This design comes from an exercise in tuning for small area, a short achievable clock period and few clock cycles per item on the open sky130 flow, not from production work. In this exercise RTL edits were held to simulation tests only and were not proved equivalent to the original. Power and IR drop assume default switching activity.

## rev 12
// fpcvt
module fpcvt (
    input  wire        clk,
    input  wire        rst,
    input  wire        in_valid,
    output wire        in_ready,
    input  wire [31:0] x,
    input  wire [3:0]  fmt,
    input  wire        ovf_ieee,
    input  wire        tern,
    output reg         out_valid,
    output reg  [31:0] y,
    output reg         flag_ovf,
    output reg         flag_nan
);
    assign in_ready = 1'b1;
    reg        v1;
    reg [31:0] x1;
    reg [3:0]  fmt1;
    reg        opt1;
    always @(posedge clk) begin
        if (rst) v1 <= 1'b0;
        else     v1 <= in_valid;
        x1   <= x;
        fmt1 <= fmt;
        opt1 <= fmt[3] ? tern : ovf_ieee;
    end
    wire        s    = x1[31];
    wire [7:0]  ex   = x1[30:23];
    wire [22:0] mx   = x1[22:0];
    wire        exz  = ~|ex;
    wire        exo  = &ex;
    wire        mxz  = ~|mx;
    wire f_fp32 = fmt1 == 4'h0;
    wire f_bf16 = fmt1 == 4'h1;
    wire f_fp16 = fmt1 == 4'h2;
    wire f_e4m3 = fmt1 == 4'h3;
    wire f_e5m2 = fmt1 == 4'h4;
  ...
export LEC_CHECK = 0
export CAP_MARGIN = 20
export CORE_MARGIN = 2
export CORE_UTILIZATION = 40
export CTS_BUF_LIST = sky130_fd_sc_hd__clkbuf_8
export SLEW_MARGIN = 20
create_clock -name core_clock -period 17.0 [get_ports {clk}]
standard.sh (not shown) runs the stock make flow with config.mk's settings and CLKGATE_MAP_FILE= SYNTH_SCRIPT=/design/flow/synth_recipe.tcl, a recipe that flattens the netlist after the stock synthesis.
==> flow/flow/run.sh <==
#!/bin/bash
set -euo pipefail
export BUFFER_PORTS_ARGS="-buffer_cell sky130_fd_sc_hd__buf_2"
export SETUP_SLACK_MARGIN=12.4
export CTS_ARGS="-sink_clustering_enable -repair_clock_nets -buf_list sky130_fd_sc_hd__clkbuf_8 -dont_use_dummy_load"
bash standard.sh > standard.log 2>&1
Testbench counts of rev 12, summed over its fixed seeds: cycles 24,024, items 24,000.
### rev 12 -> rev 13
==> flow/flow/run.sh <==
#!/bin/bash
set -euo pipefail
export BUFFER_PORTS_ARGS="-buffer_cell sky130_fd_sc_hd__buf_2"
export SETUP_SLACK_MARGIN=12.6
export CTS_ARGS="-sink_clustering_enable -repair_clock_nets -buf_list sky130_fd_sc_hd__clkbuf_8 -dont_use_dummy_load"
bash standard.sh > standard.log 2>&1
-- flow/config.mk --
<<< rev 12, line 11
export CTS_BUF_LIST = sky130_fd_sc_hd__clkbuf_8
export SLEW_MARGIN = 20
>>> rev 13, line 11
export CTS_BUF_LIST = sky130_fd_sc_hd__clkbuf_8
export PLACE_DENSITY = 0.75
export SLEW_MARGIN = 20
Results
Changes observed in rev 13 relative to rev 12: total DRC errors in the routed layout about even; sequential power has remained practically unchanged. Taking rev 12 as the reference, in rev 13 number of stages on the worst hold path lost 1; total design power decreased 3.4 uW; design area closely matched the old numbers; storage element area has increased; maximum frequency up 0.91%. Met1 global-route usage (lower): rev 13.

Starting RTL as in the previous note.
export LEC_CHECK = 0
export CAP_MARGIN = 20
export CORE_MARGIN = 2
export CORE_UTILIZATION = 40
export CTS_BUF_LIST = sky130_fd_sc_hd__clkbuf_8
export SLEW_MARGIN = 20
create_clock -name core_clock -period 17.0 [get_ports {clk}]
==> flow/flow/run.sh <==
#!/bin/bash
set -euo pipefail
export BUFFER_PORTS_ARGS="-buffer_cell sky130_fd_sc_hd__buf_2"
export SETUP_SLACK_MARGIN=12.5
export CTS_ARGS="-sink_clustering_enable -repair_clock_nets -buf_list sky130_fd_sc_hd__clkbuf_8 -dont_use_dummy_load"
bash standard.sh > standard.log 2>&1
The baseline passed the timing, design-rule and antenna checks.
Testbench counts at the start, summed over its fixed seeds: cycles 24,024, items 24,000.
Change:
==> flow/run.sh (new file) <==
#!/bin/bash
# synth_recipe.tcl (not shown) runs the flow's synth.tcl, then flattens the netlist and writes it again
# the make line also repeats each setting of config.mk as NAME=value (left out here)
make -C /OpenROAD-flow-scripts/flow DESIGN_CONFIG=/design/flow/config.mk WORK_HOME=/design/flow/orfs CLKGATE_MAP_FILE= SYNTH_SCRIPT=/design/flow/synth_recipe.tcl finish
removed: flow/flow/run.sh
removed: flow/standard.sh
Routed wire length goes down by about 1.1%.
Power rose by 14%.
Sequential power is about the same.
Clock skew fell by 0.014 ns.
Via count is higher by about 0.4%.
Die area does not change.
Global-route usage is lower by 0.27 points.
Final area increases by 6.4%.
Maximum frequency goes down by 12%.
Sequential share of layout area is lower by 1.7 points.
Synthesized cell count stays the same.
Change:
==> flow/flow/run.sh (new file) <==
#!/bin/bash
set -euo pipefail
export BUFFER_PORTS_ARGS="-buffer_cell sky130_fd_sc_hd__buf_1"
export SETUP_SLACK_MARGIN=12.7
export CTS_ARGS="-sink_clustering_enable -repair_clock_nets -buf_list sky130_fd_sc_hd__clkbuf_8 -dont_use_dummy_load"
bash standard.sh > standard.log 2>&1
==> flow/standard.sh (new file) <==
#!/bin/bash
# synth_recipe.tcl (not shown) runs the flow's synth.tcl, then flattens the netlist and writes it again
# the make line also repeats each setting of config.mk as NAME=value (left out here)
make -C /OpenROAD-flow-scripts/flow DESIGN_CONFIG=/design/flow/config.mk WORK_HOME=/design/flow/orfs CLKGATE_MAP_FILE= SYNTH_SCRIPT=/design/flow/synth_recipe.tcl "${@:-finish}"
removed: flow/run.sh
Outcome:
- design area went down by 4.4%
- cell count went down by 1.1%
- count of clock-buffer cells in the layout is unchanged
- routed wire length went up by 2.9%
- area after synthesis stays the same
- total power went down by 10%
- global-route usage went up by 0.81 points
- die area stays the same
Change:
==> flow/flow/run.sh (replaced) <==
#!/bin/bash
set -euo pipefail
export BUFFER_PORTS_ARGS="-buffer_cell sky130_fd_sc_hd__buf_2"
export SETUP_SLACK_MARGIN=12.6
export CTS_ARGS="-sink_clustering_enable -repair_clock_nets -root_buf sky130_fd_sc_hd__clkbuf_16 -buf_list sky130_fd_sc_hd__clkbuf_8 -dont_use_dummy_load"
bash standard.sh > standard.log 2>&1
Result: Hold slack gains 0.026 ns. Total power decreases by about 1.5%. Wire length decreases by 1.5%. Final cell count stays flat. Flip-flop and latch count is unchanged. Sequential power hardly moves. Core utilization decreases by 0.65 points. First-iteration DRC count increases by about 5%.

-- afterwards: timing with drivers on the ports --
In the flow no input, the clock included, has a driving cell. The finished layouts below were timed again as built, in two steps. Step 1 sets driving cells, clkbuf_16 on the clock port and buf_2 on the other inputs (assumed; they add their load-dependent delay and slew). Step 2 adds t to the input delays and takes it off the output delays; t is the mean of the earliest and latest rising clock arrival at the registers after step 1. Input paths then give back, and output paths get back, about the clock's delay inside the block. a / b / c = ideal / step 1 / step 2; a / b = the first two.
run | shift t [ns] | setup WS [ns] | worst setup path at the end | clock arrival spread, ns
rev 12 | 0.483 | 12.663 / 12.663 / 12.663 | register to register | 0.032 / 0.032
rev 13 | 0.476 | 12.702 / 12.663 / 12.756 | register to register | 0.041 / 0.041
the first run of note 2 | 0.489 | 12.701 / 12.656 / 12.722 | register to register | 0.035 / 0.034
the second run of note 2 | 0.508 | 12.098 / 12.098 / 12.098 | register to register | 0.021 / 0.022
the third run of note 2 | 0.488 | 12.700 / 12.661 / 12.868 | register to register | 0.033 / 0.034
the fourth run of note 2 | 0.410 | 12.783 / 12.736 / 12.835 | register to register | 0.035 / 0.035
After both steps setup and hold are still met in every run listed.
